This is an optimization exercise on Yosys and OpenROAD, whose aim is small area, a short achievable clock period and few clock cycles per item, not a production implementation. In this exercise RTL edits were held to simulation tests only and were not proved equivalent to the original. No activity file was given, so power comes from the tool's default toggle rates.

== v3 ==
// kf_tss_check
module kf_tss_check (
    input  wire         clk,
    input  wire         rst,
    input  wire         in_valid,
    output wire         in_ready,
    input  wire         in_seq_stopped,
    input  wire         in_pin_owned,
    input  wire [31:0]  in_period,
    input  wire [319:0] in_entry,
    output wire         out_valid,
    output wire [15:0]  out_status,
    output wire [3:0]   out_field
);
clock: 7.0 ns
lec_check: 0
cap_margin: 20
core_margin: 2
core_utilization: 60
place_density: 0.7
setup_slack_margin: 4.8
slew_margin: 20
synth_hierarchical: 1
synth_minimum_keep_size: 0
tns_end_percent: 5
standard.sh (not shown) runs the stock make flow with config.mk's settings and CLKGATE_MAP_FILE= SYNTH_SCRIPT=/design/flow/synth_recipe.tcl, a recipe that flattens the netlist after the stock synthesis.
==> flow/flow/run.sh <==
#!/bin/bash
# The standard layout (standard.sh), with the ports buffered by the smallest buffer
# (sky130_fd_sc_hd__buf_1) instead of the one buffer_ports picks by default.
set -euo pipefail
export BUFFER_PORTS_ARGS="-buffer_cell sky130_fd_sc_hd__buf_1"
bash standard.sh > standard.log 2>&1
Testbench counts of v3, summed over its fixed seeds: cycles 24,016, items 24,000.
Relative to v3, the following input files were edited for v24:
- SETUP_SLACK_MARGIN changed from 4.8 to 4.5
Taking v3 as the reference point, the first-pass GRT wire length of v24 falls by 2.4%. v24 has hold slack above what v3 had. Of v24 and v3, the higher core utilization belongs to v3. v24 has power share of the combinational group below what v3 had. Re maximum vdd ir drop: v3 was lower than v24.

== job 1484 ==
Another version of the RTL of kf_tss_check (not shown whole).
For scale: about 2,100 cells after synthesis, ~83 flip-flops, roughly 380 I/O pins.
Settings: LEC_CHECK=0, CAP_MARGIN=20, CORE_MARGIN=2, CORE_UTILIZATION=60, CTS_BUF_LIST=sky130_fd_sc_hd__clkbuf_8, PLACE_DENSITY=0.55, SETUP_SLACK_MARGIN=4.6, SLEW_MARGIN=20, SYNTH_HIERARCHICAL=1, SYNTH_MINIMUM_KEEP_SIZE=0, TNS_END_PERCENT=5; clock period 7.0 ns.
Scripts as last shown in full above: flow/flow/run.sh
Job 1484 completed; timing, DRC and antenna clean
Testbench counts of job 1484, summed over its fixed seeds: cycles 24,016, items 24,000.
Relative to job 1484, the following input files were edited for job 2000:
# job 1484
export LEC_CHECK = 0
export CAP_MARGIN = 20
export CORE_MARGIN = 2
export CORE_UTILIZATION = 60
export CTS_BUF_LIST = sky130_fd_sc_hd__clkbuf_8
export PLACE_DENSITY = 0.55
export SETUP_SLACK_MARGIN = 4.6
export SLEW_MARGIN = 20
export SYNTH_HIERARCHICAL = 1
export SYNTH_MINIMUM_KEEP_SIZE = 0
export TNS_END_PERCENT = 5
create_clock -name core_clock -period 7.0 [get_ports {clk}]
# job 2000
export LEC_CHECK = 0
export CAP_MARGIN = 20
export CORE_MARGIN = 2
export CORE_UTILIZATION = 55
export CTS_BUF_LIST = sky130_fd_sc_hd__clkbuf_8
export PLACE_DENSITY = 0.62
export SETUP_SLACK_MARGIN = 4.6
export SLEW_MARGIN = 20
export SYNTH_HIERARCHICAL = 1
export SYNTH_MINIMUM_KEEP_SIZE = 0
export TNS_END_PERCENT = 5
create_clock -name core_clock -period 7.0 [get_ports {clk}]
==> comparison <==
- Job 2000 ends up with a total vias in the final route that is 76 higher than in job 1484.
- When job 2000 is set beside job 1484, its minimum setup slack among reg-to-reg paths turns out to be 90 ps smaller.
- Measured against each other, job 1484 and job 2000 differ in die area, the higher figure coming from job 2000.
- Taking job 1484 as the reference, in job 2000 share of the core filled with cells saw a decrease; violation count after the first detailed-route iteration saw an increase.
[inputs] job 5708 vs job 2000
# job 2000
export LEC_CHECK = 0
export CAP_MARGIN = 20
export CORE_MARGIN = 2
export CORE_UTILIZATION = 55
export CTS_BUF_LIST = sky130_fd_sc_hd__clkbuf_8
export PLACE_DENSITY = 0.62
export SETUP_SLACK_MARGIN = 4.6
export SLEW_MARGIN = 20
export SYNTH_HIERARCHICAL = 1
export SYNTH_MINIMUM_KEEP_SIZE = 0
export TNS_END_PERCENT = 5
create_clock -name core_clock -period 7.0 [get_ports {clk}]
# job 5708
export LEC_CHECK = 0
export CAP_MARGIN = 20
export CORE_MARGIN = 2
export CORE_UTILIZATION = 60
export CTS_BUF_LIST = sky130_fd_sc_hd__clkbuf_8
export PLACE_DENSITY = 0.7
export SETUP_SLACK_MARGIN = 4.6
export SLEW_MARGIN = 20
export SYNTH_HIERARCHICAL = 1
export SYNTH_MINIMUM_KEEP_SIZE = 0
export TNS_END_PERCENT = 5
create_clock -name core_clock -period 7.0 [get_ports {clk}]
Notes after the runs:
- Job 5708 vs. job 2000: iteration-0 DRC count of the detailed router picked up an extra 116, total design power neither gained nor lost much.
- Number of global-route vias before repair was lower in the run labelled job 5708.
- Job 2000 -> job 5708: post-route setup TNS delta 0, exact match
- Job 5708 was carried through to the last stage, and its layout satisfied the timing, DRC and antenna checks.
- Across both runs, global-route wire length before repair was lower for job 5708 than for job 2000.
- Job 5708 ends up with a worst hold slack that is 11 ps higher than in job 2000.
### job 5708 -> job 1812
# job 5708
export LEC_CHECK = 0
export CAP_MARGIN = 20
export CORE_MARGIN = 2
export CORE_UTILIZATION = 60
export CTS_BUF_LIST = sky130_fd_sc_hd__clkbuf_8
export PLACE_DENSITY = 0.7
export SETUP_SLACK_MARGIN = 4.6
export SLEW_MARGIN = 20
export SYNTH_HIERARCHICAL = 1
export SYNTH_MINIMUM_KEEP_SIZE = 0
export TNS_END_PERCENT = 5
create_clock -name core_clock -period 7.0 [get_ports {clk}]
# job 1812
export LEC_CHECK = 0
export CAP_MARGIN = 20
export CORE_MARGIN = 2
export CORE_UTILIZATION = 60
export PLACE_DENSITY = 0.7
export SETUP_SLACK_MARGIN = 4.8
export SLEW_MARGIN = 20
export SYNTH_HIERARCHICAL = 1
export SYNTH_MINIMUM_KEEP_SIZE = 0
export TNS_END_PERCENT = 5
create_clock -name core_clock -period 7.0 [get_ports {clk}]
Job 1812 closes out successfully: all stages finished, all timing, DRC and antenna checks passed.
Compared to job 5708, job 1812 has share of the final layout cell area in multi-input gates 1.0 points lower.
Internal power grows by more than 10% when moving from job 5708 to job 1812.
Relative to job 5708, layout overhead on the synthesized area has increased by 3.5 points in job 1812.
What job 3398 does differently from job 1812 at the input level:
# job 1812
export LEC_CHECK = 0
export CAP_MARGIN = 20
export CORE_MARGIN = 2
export CORE_UTILIZATION = 60
export PLACE_DENSITY = 0.7
export SETUP_SLACK_MARGIN = 4.8
export SLEW_MARGIN = 20
export SYNTH_HIERARCHICAL = 1
export SYNTH_MINIMUM_KEEP_SIZE = 0
export TNS_END_PERCENT = 5
create_clock -name core_clock -period 7.0 [get_ports {clk}]
# job 3398
export LEC_CHECK = 0
export CAP_MARGIN = 20
export CORE_MARGIN = 2
export CORE_UTILIZATION = 60
export CTS_BUF_LIST = sky130_fd_sc_hd__clkbuf_8
export PLACE_DENSITY = 0.7
export SETUP_SLACK_MARGIN = 4.4
export SLEW_MARGIN = 20
export SYNTH_HIERARCHICAL = 1
export SYNTH_MINIMUM_KEEP_SIZE = 0
export TNS_END_PERCENT = 5
create_clock -name core_clock -period 7.0 [get_ports {clk}]
Findings:
Job 3398 reached the end of the flow, and the finished layout is clean on the timing, DRC and antenna checks.
Between job 3398 and job 1812, the difference in placed instance area is negligible.
Per the comparison of job 3398 with job 1812, met3 wire length up about 1%; post-route antenna net violation count flat.
Job 1812 has a lower sequential share of layout area than job 3398.
Job 3398 reports a lower combinational power than job 1812 does.
Job 3398 and job 1812 ended up with nearly the same HPWL after detailed placement.
Job 3398 ends up with a total routing resource utilization after global routing that is 1.1 points lower than in job 1812.
Compared job 3398 against job 1812; clock skew within noise.

-- afterwards: timing with drivers on the ports --
How much do the figures lean on ideal ports? The routed layouts below were timed once more, with nothing changed but the port constraints. Step 1 assumes that a clkbuf_16 drives the clock port and a buf_2 every other input. Step 2, shift: input delay + t, output delay - t, t = (earliest + latest rising clock arrival at the registers) / 2. This alone moves slack from input paths to output paths. a / b / c = ideal ports / drivers / drivers and shift; a / b = the first two.
run | t, ns | setup slack, ns | worst setup path after step 2
v3 | 0.397 | 4.491 / 4.450 / 4.054 | input to register
v24 | 0.399 | 4.411 / 4.418 / 4.019 | input to register
job 1484 | 0.429 | 4.559 / 4.573 / 4.144 | input to register
job 2000 | 0.419 | 4.497 / 4.519 / 4.100 | input to register
job 5708 | 0.418 | 4.483 / 4.493 / 4.075 | input to register
job 1812 | 0.397 | 4.456 / 4.467 / 4.070 | input to register
job 3398 | 0.414 | 4.329 / 4.351 / 3.937 | input to register
After both steps every run listed still meets setup and hold. For v3, which loses most, drivers alone change the setup slack by -0.041 ns; drivers and shift together by -0.437 ns.
